Context: an optimization exercise on an open-source flow, tuned for small area, a short achievable clock period and few clock cycles. The choices shown serve that exercise and are no tape-out recipe.
The RTL was checked by simulation tests, not by an equivalence proof against the original design.

== build 82 ==
==> flow/design.v (excerpt) <==
module str_sgm_row (
    input  wire        clk,
    input  wire        rst,
    input  wire        in_valid,
    output wire        in_ready,
    input  wire        in_first,
    input  wire [23:0] in_cl,
    input  wire        in_cl_ok,
    input  wire [23:0] in_cr,
    input  wire        in_cr_ok,
    input  wire [5:0]  cfg_p1,
    input  wire [9:0]  cfg_p2,
    input  wire [7:0]  cfg_conf_min,
    output wire        out_valid,
    input  wire        out_ready,
    output wire [15:0] out_d16,
    output wire [7:0]  out_conf
);
==> flow/config.mk <==
export PLATFORM = sky130hd
export DESIGN_NAME = str_sgm_row
export DESIGN_NICKNAME = str_sgm_row
export VERILOG_FILES = /design/flow/design.v
export SDC_FILE = /design/flow/constraint.sdc
export NUM_CORES = 4
export LEC_CHECK = 0
export ABC_AREA = 1
export CAP_MARGIN = 20
export CORE_MARGIN = 2
export CORE_UTILIZATION = 40
export CTS_CLUSTER_DIAMETER = 100
export CTS_CLUSTER_SIZE = 24
export SLEW_MARGIN = 20
==> flow/constraint.sdc <==
create_clock -name core_clock -period 180.0 [get_ports {clk}]
set_input_delay 36.0000 -clock core_clock [delete_from_list [all_inputs] [get_ports {clk}]]
set_output_delay 36.0000 -clock core_clock [all_outputs]
set_load 0.01 [all_outputs]
standard.sh (not shown) runs the stock make flow with config.mk's settings and CLKGATE_MAP_FILE= SYNTH_SCRIPT=/design/flow/synth_recipe.tcl, a recipe that flattens the netlist after the stock synthesis.
==> flow/flow/run.sh <==
#!/bin/bash
# The standard layout, with one change: the buffers that buffer_ports
# puts on the input and output ports are buf_2 cells rather than the slow
# delay cell it picks by default. The make output (every tool's full log
# also stays under orfs/logs) goes to standard_flow.log here.
set -euo pipefail
export BUFFER_PORTS_ARGS="-buffer_cell sky130_fd_sc_hd__buf_2"
bash standard.sh > standard_flow.log 2>&1
Build 82 ran to completion and came out clean on the timing, DRC and antenna checks.
Testbench counts of build 82, summed over its fixed seeds: cycles 4,780.
## Diff of input files: build 94 against build 82
Settings: changing SLEW_MARGIN from 20 to 10; changing CAP_MARGIN from 20 to 10; changing CORE_UTILIZATION from 40 to 55.
==> comparison <==
When the final numbers for build 82 and build 94 were put side by side, the via count of the first global-routing pass turned out to be smaller in build 82.
Diff build 82 and build 94: final worst clock skew lower in build 82
Build 94 — sequential share of layout area 0.34 points higher, build 82 as reference
In the flow results for build 82 and build 94, the setup slack of the critical path after layout is larger on build 94.
Against build 82 as the reference, build 94 delivers a higher fraction of the core area covered by cells at the end of the flow.
Delta (build 94 minus build 82): clock tree cell share of total cell area decreased 0.25 points; clock transition at the registers of the reported paths essentially unchanged.
Modified inputs, build 63 compared to build 94
Settings: SLEW_MARGIN now 20, was 10; CTS_CLUSTER_DIAMETER no longer set, was 100; CTS_CLUSTER_SIZE no longer set, was 24; CORE_UTILIZATION now 40, was 55; CAP_MARGIN now 20, was 10.
## What came out
The final layout from build 63, which completed every stage, passed the timing, DRC and antenna checks at the end of the flow.
The highest signal layer in the routed design comes out met5 in one run and met4 in the other, namely in build 63 and build 94 respectively.
Per the comparison of build 63 with build 94, clock-pin transition on the worst setup and hold timing paths shrank by 0.03 ns, met2 layer wire length in the routed design shows an increase of 1900 µm, finished layout cell area +about 3%, sequential share of layout area shows a reduction of 0.82 points.


## v34
Another version of the RTL of str_sgm_row (not shown whole).
Size: roughly 7600 cells after synthesis, about 110 I/O pins, about 0.075 sq mm of cells after synthesis.
==> flow/config.mk <==
export PLATFORM = sky130hd
export DESIGN_NAME = str_sgm_row
export DESIGN_NICKNAME = str_sgm_row
export VERILOG_FILES = /design/flow/design.v
export SDC_FILE = /design/flow/constraint.sdc
export NUM_CORES = 4
export LEC_CHECK = 0
export CAP_MARGIN = 20
export CORE_MARGIN = 2
export CORE_UTILIZATION = 40
export SLEW_MARGIN = 20
==> flow/constraint.sdc <==
create_clock -name core_clock -period 180.0 [get_ports {clk}]
set_input_delay 36.0000 -clock core_clock [delete_from_list [all_inputs] [get_ports {clk}]]
set_output_delay 36.0000 -clock core_clock [all_outputs]
set_load 0.01 [all_outputs]
Scripts as last shown in full above: flow/flow/run.sh
v34 finished all stages; the layout is clean.
Testbench counts of v34, summed over its fixed seeds: cycles 4,780.
What v56 does differently from v34 at the input level:
# v34
export LEC_CHECK = 0
export CAP_MARGIN = 20
export CORE_MARGIN = 2
export CORE_UTILIZATION = 40
export SLEW_MARGIN = 20
create_clock -name core_clock -period 180.0 [get_ports {clk}]
# v56
export LEC_CHECK = 0
export ABC_AREA = 1
export CAP_MARGIN = 20
export CORE_MARGIN = 2
export CORE_UTILIZATION = 40
export SLEW_MARGIN = 20
create_clock -name core_clock -period 180.0 [get_ports {clk}]
==> flow/run.sh (new file) <==
#!/bin/bash
# synth_recipe.tcl (not shown) runs the flow's synth.tcl, then flattens the netlist and writes it again
# the make line also repeats each setting of config.mk as NAME=value (left out here)
make -C /OpenROAD-flow-scripts/flow DESIGN_CONFIG=/design/flow/config.mk WORK_HOME=/design/flow/orfs CLKGATE_MAP_FILE= SYNTH_SCRIPT=/design/flow/synth_recipe.tcl finish
removed: flow/flow/run.sh
removed: flow/standard.sh
## What came out
- [diff] die area, v56 relative to v34: improvement
- Synthesized netlist net count (v56 vs. v34) increases by more than 10%
- Total wire length after detailed routing delta for v56 relative to v34: 9.6 mm higher
- v56 vs v34 — cell area after technology mapping dropped by a few percent
Input changes introduced in v49 (baseline for comparison: v56):
# v56
export LEC_CHECK = 0
export ABC_AREA = 1
export CAP_MARGIN = 20
export CORE_MARGIN = 2
export CORE_UTILIZATION = 40
export SLEW_MARGIN = 20
create_clock -name core_clock -period 180.0 [get_ports {clk}]
# v49
export LEC_CHECK = 0
export CAP_MARGIN = 20
export CORE_MARGIN = 2
export CORE_UTILIZATION = 40
export SLEW_MARGIN = 20
create_clock -name core_clock -period 180.0 [get_ports {clk}]
--- outcome ---
- [compare] base=v56 new=v49: setup slack fell by 0.020 ns, sequential share of layout area decreased by 0.95 points relative to the old numbers, post-synthesis instance total shows a reduction of about 12%.
- The area occupied by multi-input gates in v56 is 0.899 times that in v49.
- v49 vs. v56: die area +0.0064 sq mm; total number of cells along the worst setup path held steady.


str_sgm_row with an RTL version that a note above also has.
For scale: about 8400 cells after synthesis, about 730 flip-flops, about 110 I/O pins, about 72000 um^2 of cells after synthesis.
export LEC_CHECK = 0
export ABC_AREA = 1
export CAP_MARGIN = 10
export CORE_MARGIN = 2
export CORE_UTILIZATION = 60
export CTS_CLUSTER_DIAMETER = 80
export CTS_CLUSTER_SIZE = 30
export SLEW_MARGIN = 10
create_clock -name core_clock -period 180.0 [get_ports {clk}]
==> flow/flow/run.sh <==
#!/bin/bash
# The standard layout, with one change: the buffers that buffer_ports
# puts on the input and output ports are buf_2 cells rather than the slow
# delay cell it picks by default. The make output (every tool's full log
# also stays under orfs/logs) goes to standard_flow.log here.
set -euo pipefail
export BUFFER_PORTS_ARGS="-buffer_cell sky130_fd_sc_hd__buf_2"
bash standard.sh > standard_flow.log 2>&1
The baseline passed the timing, DRC and antenna checks.
Testbench counts at the start, summed over its fixed seeds: cycles 4,780.
Edit:
- CAP_MARGIN: 10 -> 20
- CORE_UTILIZATION: 60 -> 40
- CTS_CLUSTER_SIZE: 30 -> 18
- SLEW_MARGIN: 10 -> 20
The changed run went through all stages and came out clean.
Worst setup slack loses 0.072 ns.
Worst hold slack degrades by 0.017 ns.
Count of clock-buffer cells in the layout is higher by 29.
Routed wire length came out higher by 1.3%.
Synthesized area does not change.
Utilization fell by 21 points.
Final area goes up by 1.8%.
Final cell count rose by 7.7%.
Via count shrinks by 3.2%.

[separate check: timing with driven ports]
No port has a modelled driver above. Below, the same layouts with a new extraction and two added sets of constraints.
Step 1: set_driving_cell puts a clkbuf_16 on clk and a buf_2 on each other input, an assumption about the parent block.
Step 2 times the ports against the registers' clock, not the clock port: input delays grow and output delays shrink by t, the midpoint of the rising clock arrivals with the driver on.
Slacks: ideal ports / drivers / drivers and shift; pairs: ideal ports / drivers.
| run | t, ns | setup WS [ns] | worst hold slack (ns) | worst data-port slew with drivers (ns) |
|---|---|---|---|---|
| build 82 | 0.756 | 142.657 / 142.575 / 142.598 | 0.444 / 0.444 / 0.444 | 0.04 |
| build 94 | 0.761 | 142.678 / 142.602 / 142.322 | 0.453 / 0.453 / 0.453 | 0.04 |
| build 63 | 0.804 | 142.641 / 142.552 / 142.609 | 0.446 / 0.446 / 0.446 | 0.04 |
| v34 | 0.808 | 142.633 / 142.611 / 141.884 | 0.431 / 0.431 / 0.431 | 0.03 |
| v56 | 0.775 | 142.272 / 142.190 / 141.845 | 0.438 / 0.438 / 0.438 | 0.03 |
| v49 | 0.838 | 142.252 / 142.166 / 141.495 | 0.415 / 0.415 / 0.415 | 0.04 |
| the first run of note 3 | 0.760 | 142.644 / 142.568 / 142.449 | 0.454 / 0.454 / 0.454 | 0.04 |
| the second run of note 3 | 0.811 | 142.572 / 142.490 / 142.642 | 0.437 / 0.437 / 0.437 | 0.04 |
After both steps setup and hold are still met in every run listed. For v49, which loses most, drivers alone change the setup slack by -0.086 ns; drivers and shift together by -0.757 ns.
